This design comes from an exercise in tuning for small area, a short achievable clock period and few clock cycles per item on the open sky130 flow, not from production work. RTL that was checked went through simulation tests only; none was proved equivalent to the original.

## JK
## aes_cell
module aes_cell (
    input  wire         clk,
    input  wire         rst,           
    input  wire         in_valid,
    output wire         in_ready,
    input  wire         in_decrypt,    
    input  wire         in_key256,     
    input  wire [255:0] in_key,
    input  wire [127:0] in_block,
    output reg          out_valid,
    output reg  [127:0] out_block
);
Size: roughly 11000 cells after synthesis, roughly 1500 flip-flops, about 100000 um2 of cells after synthesis.
Settings: LEC_CHECK=0, CAP_MARGIN=20, CORE_MARGIN=2, CORE_UTILIZATION=40, PLACE_DENSITY=0.6, SLEW_MARGIN=20; clock period 12.0 ns.
standard.sh (not shown) runs the stock make flow with config.mk's settings and CLKGATE_MAP_FILE= SYNTH_SCRIPT=/design/flow/synth_recipe.tcl, a recipe that flattens the netlist after the stock synthesis.
==> flow/flow/run.sh <==
#!/bin/bash
# Own layout flow: the standard ORFS flow, except that
#  - synthesis maps the combinational logic with the ABC script in
#    flow/abc.script instead of ORFS's, and
#  - repair_timing aims for the setup margin in flow/margin.txt (ns below the
#    12 ns clock), so that the design is sized for a shorter achieved period.
# The clock period, SDC and everything else are the standard flow's.
set -euo pipefail
W=$PWD
MARGIN=$(cat "$W/flow/margin.txt")
cat > "$W/own_synth.tcl" <<EOF2
proc abc {args} {
  set i [lsearch -exact \$args -script]
  if {\$i >= 0} { set args [lreplace \$args [expr {\$i + 1}] [expr {\$i + 1}] $W/flow/abc.script] }
  puts "own_synth: abc with \$args"
  yosys abc {*}\$args
}
source $W/synth_recipe.tcl
EOF2
sed "s#SYNTH_SCRIPT=[^ ]*#SYNTH_SCRIPT=$W/own_synth.tcl#" standard.sh > own_standard.sh
grep -q "own_synth.tcl" own_standard.sh
bash own_standard.sh SETUP_SLACK_MARGIN=$MARGIN finish > "$W/flow_make.log" 2>&1
==> flow/flow/abc.script <==
&get -n
&st
&dch
&nf
&put
==> flow/flow/margin.txt <==
8.0
For MS, these inputs were changed with respect to JK:
--- a/flow/design.v
+++ b/flow/design.v
@@ -774,16 +774,18 @@
     reg          q_done;        
     reg  [3:0]   q_cnt;
     reg  [7:0]   q_rc;
     reg  [1:0]   q_tag;
     reg  [287:0] p_m;           
     reg  [71:0]  p_km;          
     reg  [255:0] p_kw;
     reg          p_busy, p_dec, p_k256, p_pre, p_par, p_done;
+    reg          p_last, p_lastpre;    
+    reg          p_nxt;                
     reg  [3:0]   p_cnt;
     reg  [7:0]   p_rc;
     reg  [1:0]   p_tag;
     genvar g;
     wire [127:0] x1 = q_st ^ q_kt;
     wire [31:0]  ks1 = q_ks1 ? q_kw[31:0] : q_ks;
     wire [287:0] m1;
     wire [71:0]  km1;
@@ -793,16 +795,19 @@
         end
         for (g = 0; g < 4; g = g + 1) begin : g_k1
             aes_sbox_a u_ka (.a(ks1[31 - 8 * g -: 8]), .m(km1[71 - 18 * g -: 18]));
         end
     endgenerate
     always @(posedge clk) begin
         p_m    <= {m1[287:128], (q_pre || q_done) ? q_st : m1[127:0]};
         p_done <= q_done;
+        p_last    <= q_last;
+        p_lastpre <= (q_cnt == (q_k256 ? 4'd13 : 4'd10));
+        p_nxt     <= (q_tag == rd_nx);
         p_km   <= km1;
         p_kw   <= q_kw;
         p_dec  <= q_dec;
         p_k256 <= q_k256;
         p_pre  <= q_pre;
         p_par  <= q_par;
         p_cnt  <= q_cnt;
         p_rc   <= q_rc;
@@ -845,18 +850,18 @@
     wire [127:0] kf_s = invshiftrows(kf);
     wire [127:0] kf_a0;
     generate
         for (g = 0; g < 16; g = g + 1) begin : g_ain
             aes_ain u_ain (.a(kf_s[127 - 8 * g -: 8]), .y(kf_a0[127 - 8 * g -: 8]));
         end
     endgenerate
     wire [127:0] kf_a = kf_a0 ^ {16{8'h05}};
-    wire last    = (p_cnt == (p_k256 ? 4'd14 : 4'd10));
-    wire lastpre = (p_cnt == (p_k256 ? 4'd13 : 4'd10));
+    wire last    = p_last;
+    wire lastpre = p_lastpre;
     wire fin     = p_busy && !p_pre && !p_done && last;    
     wire q_last  = (q_cnt == (q_k256 ? 4'd14 : 4'd10));
     reg    rdy;
     assign in_ready = rdy;
     wire   accept   = in_ready && in_valid;
     wire c_pass = !in_ready && p_done;                             
     wire c_hold = !in_ready && !p_done && hold;                    
     wire c_run  = !in_ready && !p_done && !hold;                   
@@ -913,17 +918,17 @@
         q_ks <= ({32{ks_kf}} & kf[31:0]) | ({32{!ks_kf}} & ks_early);
     end
     reg  [127:0] rb;
     reg          rb_v;
     reg  [1:0]   rb_tag;
     reg  [1:0]   rd_tag, wr_tag;
     reg  [1:0]   n_open;        
     wire [127:0] res     = p_dec ? dk : (sbe ^ (p_k256 ? p_kw[127:0] : kf));
-    wire         p_next  = (p_tag == rd_tag);
+    wire         p_next  = p_nxt;
     wire         byp     = fin && p_next;                       
     wire         from_p  = p_busy && p_done && p_next;          
     wire         from_rb = rb_v && (rb_tag == rd_tag);
     wire         to_rb   = fin && !p_next && !rb_v;
     wire         hold    = fin && !p_next && rb_v;              
     wire         load    = byp || from_p || from_rb;
     wire         p_free  = !p_busy || byp || to_rb || from_p;   
     wire [1:0]   rd_nx   = rd_tag + (load ? 2'd1 : 2'd0);
==> comparison <==
Having completed the whole flow, MS delivered a layout that passed the timing, DRC and antenna checks.
From JK to MS the numbers moved as follows: utilization after layout fell 0.62 points, delay of the slowest critical-path stage decreased 0.04 ns, hold slack shows an increase of 0.017 ns, final-layout non-clock buffer area share went down.
No functional check of the RTL was part of any run of this note.

---

== run 1 ==
Another version of the RTL of aes_cell (not shown whole).
For scale: about 1500 flip-flops, about 520 I/O pins, about 96000 um2 of cells after synthesis.
clock: 12.0 ns
lec_check: 0
cap_margin: 20
core_margin: 2
core_utilization: 40
place_density: 0.6
slew_margin: 20
Scripts as last shown in full above: flow/flow/run.sh, flow/flow/abc.script, flow/flow/margin.txt
Run 1: full flow OK, the timing, DRC and antenna checks passed
Relative to run 1, the following input files were edited for run 2:
--- a/flow/design.v
+++ b/flow/design.v
@@ -798,29 +798,37 @@
     wire [127:0] kf = {h0 ^ ks_t, h01 ^ ks_t, h012 ^ ks_t, h0123 ^ ks_t};
     wire [31:0] b0 = p_k256 ? l0 : h0, b1 = p_k256 ? l1 : h1, b2 = p_k256 ? l2 : h2, b3 = p_k256 ? l3 : h3;
     wire [127:0] kb = {b0 ^ ks_t, b1 ^ b0, b2 ^ b1, b3 ^ b2};
     wire [127:0] mc, dnext_s;
     generate
         for (g = 0; g < 4; g = g + 1) begin : g_mix
             aes_mc      u_mc  (.a(sbe[127 - 32 * g -: 32]), .y(mc[127 - 32 * g -: 32]));
             aes_imc_ain u_imc (.a(dk[127 - 32 * g -: 32]),  .y(dnext_s[127 - 32 * g -: 32]));
         end
     endgenerate
     wire [127:0] dnext = invshiftrows(dnext_s);
-    wire [127:0] blk_s = invshiftrows(invshiftrows(p_m[127:0])) ^ invshiftrows(kf);
+    wire [127:0] blk_s = invshiftrows(invshiftrows(p_m[127:0]));
     wire [127:0] blk_a;
     generate
         for (g = 0; g < 16; g = g + 1) begin : g_ain_blk
             aes_ain u_ain (.a(blk_s[127 - 8 * g -: 8]), .y(blk_a[127 - 8 * g -: 8]));
         end
     endgenerate
+    wire [127:0] kf_s = invshiftrows(kf);
+    wire [127:0] kf_a0;
+    generate
+        for (g = 0; g < 16; g = g + 1) begin : g_ain
+            aes_ain u_ain (.a(kf_s[127 - 8 * g -: 8]), .y(kf_a0[127 - 8 * g -: 8]));
+        end
+    endgenerate
+    wire [127:0] kf_a = kf_a0 ^ {16{8'h05}};
     wire last    = p_last;
     wire lastpre = p_lastpre;
     wire fin     = p_busy && !p_pre && !p_done && last;    
     wire q_last  = (q_cnt == (q_k256 ? 4'd14 : 4'd10));
     reg    rdy;
     assign in_ready = rdy;
     wire   accept   = in_ready && in_valid;
     wire c_pass = !in_ready && p_done;                             
     wire c_hold = !in_ready && !p_done && hold;                    
     wire c_run  = !in_ready && !p_done && !hold;                   
     wire c_pre  = c_run && p_pre && !lastpre;                      
@@ -868,23 +876,23 @@
     wire         kt_kf    = k_enc && !p_k256;
     wire [31:0]  ks_early = k_new ? in_key[159:128] : k_last ? (p_k256 ? l3 : (h3 ^ h2))
                           : (p_k256 ? (l3 ^ l2) : (h3 ^ h1));
     wire         ks_kf    = k_fwd && !k_last;
     always @(posedge clk) begin
         q_st <= ({128{c_dec}}  & dnext)
               | ({128{c_enc}}  & shiftrows(mc))
               | ({128{c_hold}} & res)
               | ({128{!(c_dec || c_enc || c_hold)}} & st_early);
         q_kw <= {({128{kh_kf}} & kf) | ({128{k_dec}} & kb) | ({128{!(kh_kf || k_dec)}} & kh_early),
                  ({128{kl_kf}} & kf) | ({128{!kl_kf}} & kl_early)};
-        q_kt <= ({128{kt_kf}} & shiftrows(kf)) | ({128{!kt_kf}} & kt_early);
+        q_kt <= ({128{k_last}} & kf_a) | ({128{kt_kf}} & shiftrows(kf)) | ({128{!(k_last || kt_kf)}} & kt_early);
         q_ks <= ({32{ks_kf}} & kf[31:0]) | ({32{!ks_kf}} & ks_early);
     end
     reg  [127:0] rb;
     reg          rb_v;
     reg  [1:0]   rb_tag;
     reg  [1:0]   rd_tag, wr_tag;
     reg  [1:0]   n_open;        
     wire [127:0] ek0     = sbe ^ (p_k256 ? p_kw[127:0] : {h0, h01, h012, h0123});
     wire [127:0] ek      = ek0 ^ ({4{ks_t}} & {128{!p_k256}});
     wire [127:0] res     = p_dec ? dk : ek;
     wire         p_next  = p_nxt;
[summary]
- Number of logic inverters in the finished layout was lower in the run labelled run 1.
- For the area added between synthesis and finish, run 2 came in 1.8 points lower than run 1 did.
- Looking at end-of-flow core utilization, run 2 sits 0.73 points below run 1.
- Comparing run 2 and run 1, the higher post-synthesis sequential area ratio is on run 1.
- For final clock period utilization by the worst path, run 2 and run 1 come out practically identical.
- Run 2 vs run 1: routed wire length per instance down slightly
- Sort run 2 and run 1 by number of detailed-routing iterations run before antenna repair desc -> top: run 2
- The lower design area of run 2 and run 1 is in run 2.
- Run 2 vs. run 1: cell count rose by 330.
- The die footprint of run 2 exceeds that of run 1 by about 0.9%.
- When the final numbers for run 2 and run 1 were put side by side, the first-pass GRT wire length turned out to be greater in run 2.
No run of this note included a check of the RTL's function; only the layout flow was run.

---

== job 101 ==
aes_cell, a different RTL version from the one above (not shown whole).
Size in the first run: about 14000 cells after synthesis, ~1600 flip-flops, ~110000 µm² of cells after synthesis.
clock: 12.0 ns
lec_check: 0
cap_margin: 20
core_margin: 2
core_utilization: 40
place_density: 0.6
slew_margin: 20
==> flow/flow/abc.script <==
strash
dch
map -a
Scripts as last shown in full above: flow/flow/run.sh, flow/flow/margin.txt
Testbench counts of job 101, summed over its fixed seeds: cycles 48,720, items 3,200.
Relative to job 101, the following input files were edited for job 102:
--- a/flow/design.v
+++ b/flow/design.v
@@ -764,37 +764,39 @@
         begin
             for (i = 0; i < 16; i = i + 1)
                 invshiftrows[127 - 8 * i -: 8] = s[127 - 8 * ((i % 4) + 4 * (((i / 4) + 4 - (i % 4)) % 4)) -: 8];
         end
     endfunction
     reg  [127:0] q_st, q_kt;
     reg  [255:0] q_kw;
     reg  [31:0]  q_ks;
+    reg          q_ks1;         
     reg          q_busy, q_dec, q_k256, q_pre, q_ark, q_par;
     reg  [3:0]   q_cnt;
     reg  [7:0]   q_rc;
     reg  [1:0]   q_tag;
     reg  [287:0] p_m;           
     reg  [71:0]  p_km;          
     reg  [255:0] p_kw;
     reg          p_busy, p_dec, p_k256, p_pre, p_ark, p_par;
     reg  [3:0]   p_cnt;
     reg  [7:0]   p_rc;
     reg  [1:0]   p_tag;
     genvar g;
     wire [127:0] x1 = q_st ^ q_kt;
+    wire [31:0]  ks1 = q_ks1 ? q_kw[31:0] : q_ks;
     wire [287:0] m1;
     wire [71:0]  km1;
     generate
         for (g = 0; g < 16; g = g + 1) begin : g_s1
             aes_sbox_a u_sa (.a(x1[127 - 8 * g -: 8]), .m(m1[287 - 18 * g -: 18]));
         end
         for (g = 0; g < 4; g = g + 1) begin : g_k1
-            aes_sbox_a u_ka (.a(q_ks[31 - 8 * g -: 8]), .m(km1[71 - 18 * g -: 18]));
+            aes_sbox_a u_ka (.a(ks1[31 - 8 * g -: 8]), .m(km1[71 - 18 * g -: 18]));
         end
     endgenerate
     always @(posedge clk) begin
         p_m    <= {m1[287:128], q_pre ? q_st : m1[127:0]};
         p_km   <= km1;
         p_kw   <= q_kw;
         p_dec  <= q_dec;
         p_k256 <= q_k256;
@@ -827,44 +829,45 @@
     wire [127:0] mc, dnext_s;
     generate
         for (g = 0; g < 4; g = g + 1) begin : g_mix
             aes_mc      u_mc  (.a(sbe[127 - 32 * g -: 32]), .y(mc[127 - 32 * g -: 32]));
             aes_imc_ain u_imc (.a(dk[127 - 32 * g -: 32]),  .y(dnext_s[127 - 32 * g -: 32]));
         end
     endgenerate
     wire [127:0] dnext = invshiftrows(dnext_s);
+    wire [127:0] blk_s = invshiftrows(invshiftrows(p_m[127:0]));
+    wire [127:0] blk_a;
+    generate
+        for (g = 0; g < 16; g = g + 1) begin : g_ain_blk
+            aes_ain u_ain (.a(blk_s[127 - 8 * g -: 8]), .y(blk_a[127 - 8 * g -: 8]));
+        end
+    endgenerate
     wire [127:0] lo_s = invshiftrows(p_kw[127:0]);
     wire [127:0] lo_a0;
     generate
         for (g = 0; g < 16; g = g + 1) begin : g_ain
             aes_ain u_ain (.a(lo_s[127 - 8 * g -: 8]), .y(lo_a0[127 - 8 * g -: 8]));
         end
     endgenerate
     wire [127:0] lo_a = lo_a0 ^ {16{8'h05}};
-    wire [127:0] in_s = invshiftrows(in_block);
-    wire [127:0] in_a;
-    generate
-        for (g = 0; g < 16; g = g + 1) begin : g_ain_in
-            aes_ain u_ain (.a(in_s[127 - 8 * g -: 8]), .y(in_a[127 - 8 * g -: 8]));
-        end
-    endgenerate
     wire last    = (p_cnt == (p_k256 ? 4'd14 : 4'd10));
     wire lastpre = (p_cnt == (p_k256 ? 4'd13 : 4'd10));
     wire fin     = p_busy && !p_pre && last;    
     wire q_last  = (q_cnt == (q_k256 ? 4'd14 : 4'd10));
     reg    rdy;
     assign in_ready = rdy;
     wire   accept   = in_ready && in_valid;
     always @(posedge clk) begin
         if (in_ready) begin
-            q_st   <= in_decrypt ? in_a : shiftrows(in_block);
+            q_st   <= shiftrows(in_block);
             q_kt   <= shiftrows(in_key[255:128]);
-            q_kw   <= {in_key[255:128], in_key256 ? in_key[127:0] : in_key[255:128]};
-            q_ks   <= in_key256 ? in_key[31:0] : in_key[159:128];
+            q_kw   <= in_key;       
+            q_ks   <= in_key[159:128];
+            q_ks1  <= in_key256;
             q_dec  <= in_decrypt;
             q_k256 <= in_key256;
             q_pre  <= in_decrypt;
             q_ark  <= 1'b0;
             q_par  <= 1'b1;
             q_cnt  <= 4'd1;
             q_rc   <= 8'h01;
             q_tag  <= wr_tag;
@@ -875,18 +878,20 @@
             q_cnt  <= p_cnt + 4'd1;
             q_par  <= p_k256 ? !p_par : p_par;
             q_pre  <= p_pre;
             q_ark  <= p_ark;
             q_rc   <= p_rc;
             q_kw   <= p_kw;
             q_st   <= p_m[127:0];
             q_kt   <= 128'h0;
+            q_ks1  <= 1'b0;
             if (p_pre && p_ark) begin
                 q_kt  <= lo_a;
+                q_st  <= blk_a;
                 q_pre <= 1'b0;
                 q_ark <= 1'b0;
                 q_cnt <= 4'd1;
                 q_par <= 1'b1;
                 q_ks  <= p_k256 ? h3 : (h3 ^ h2);
             end else if (p_pre) begin
                 q_kw <= (p_k256 || lastpre) ? {p_kw[127:0], kf} : {kf, kf};
                 q_ks <= kf[31:0];
Findings:
Summary of job 102 over job 101: shortest period the worst path allows increased by 0.080 ns relative to the old numbers; cell area after layout saw an increase; final core utilization rose 1.6 points.
When job 102 is set beside job 101, its net count after synthesis turns out to be 101 smaller.
NOTE aggregate routed wire length job 101->job 102 increased by a few percent
Only the layout flow was run in job 102; the RTL was not checked for function there.

-- port drivers added, routing unchanged --
How much do the figures lean on ideal ports? The routed layouts below were timed once more, with nothing changed but the port constraints. Step 1 assumes that a clkbuf_16 drives the clock port and a buf_2 every other input. Step 2 also shifts input and output timing later by t, the mid clock arrival at the registers, as if the neighbouring blocks saw the same clock. Slacks: ideal / step 1 / step 2; pairs: ideal / step 1.
| run | shift t [ns] | setup WS [ns] | slew at the worst register clock pin (ns) | worst data-port slew with drivers (ns) |
|---|---|---|---|---|
| JK | 0.972 | 7.811 / 7.811 / 7.485 | 0.07 / 0.07 | 0.22 |
| MS | 0.972 | 7.761 / 7.761 / 7.387 | 0.07 / 0.07 | 0.09 |
| run 1 | 0.960 | 7.808 / 7.808 / 7.653 | 0.07 / 0.07 | 0.10 |
| run 2 | 0.977 | 7.799 / 7.799 / 7.303 | 0.07 / 0.07 | 0.10 |
| job 101 | 1.003 | 7.909 / 7.908 / 7.082 | 0.07 / 0.07 | 0.21 |
| job 102 | 1.002 | 7.829 / 7.829 / 7.734 | 0.07 / 0.07 | 0.17 |
After both steps every run listed still meets setup and hold. The setup slack of job 101, which loses most, moves by -0.001 ns with the drivers and by -0.827 ns with both steps.
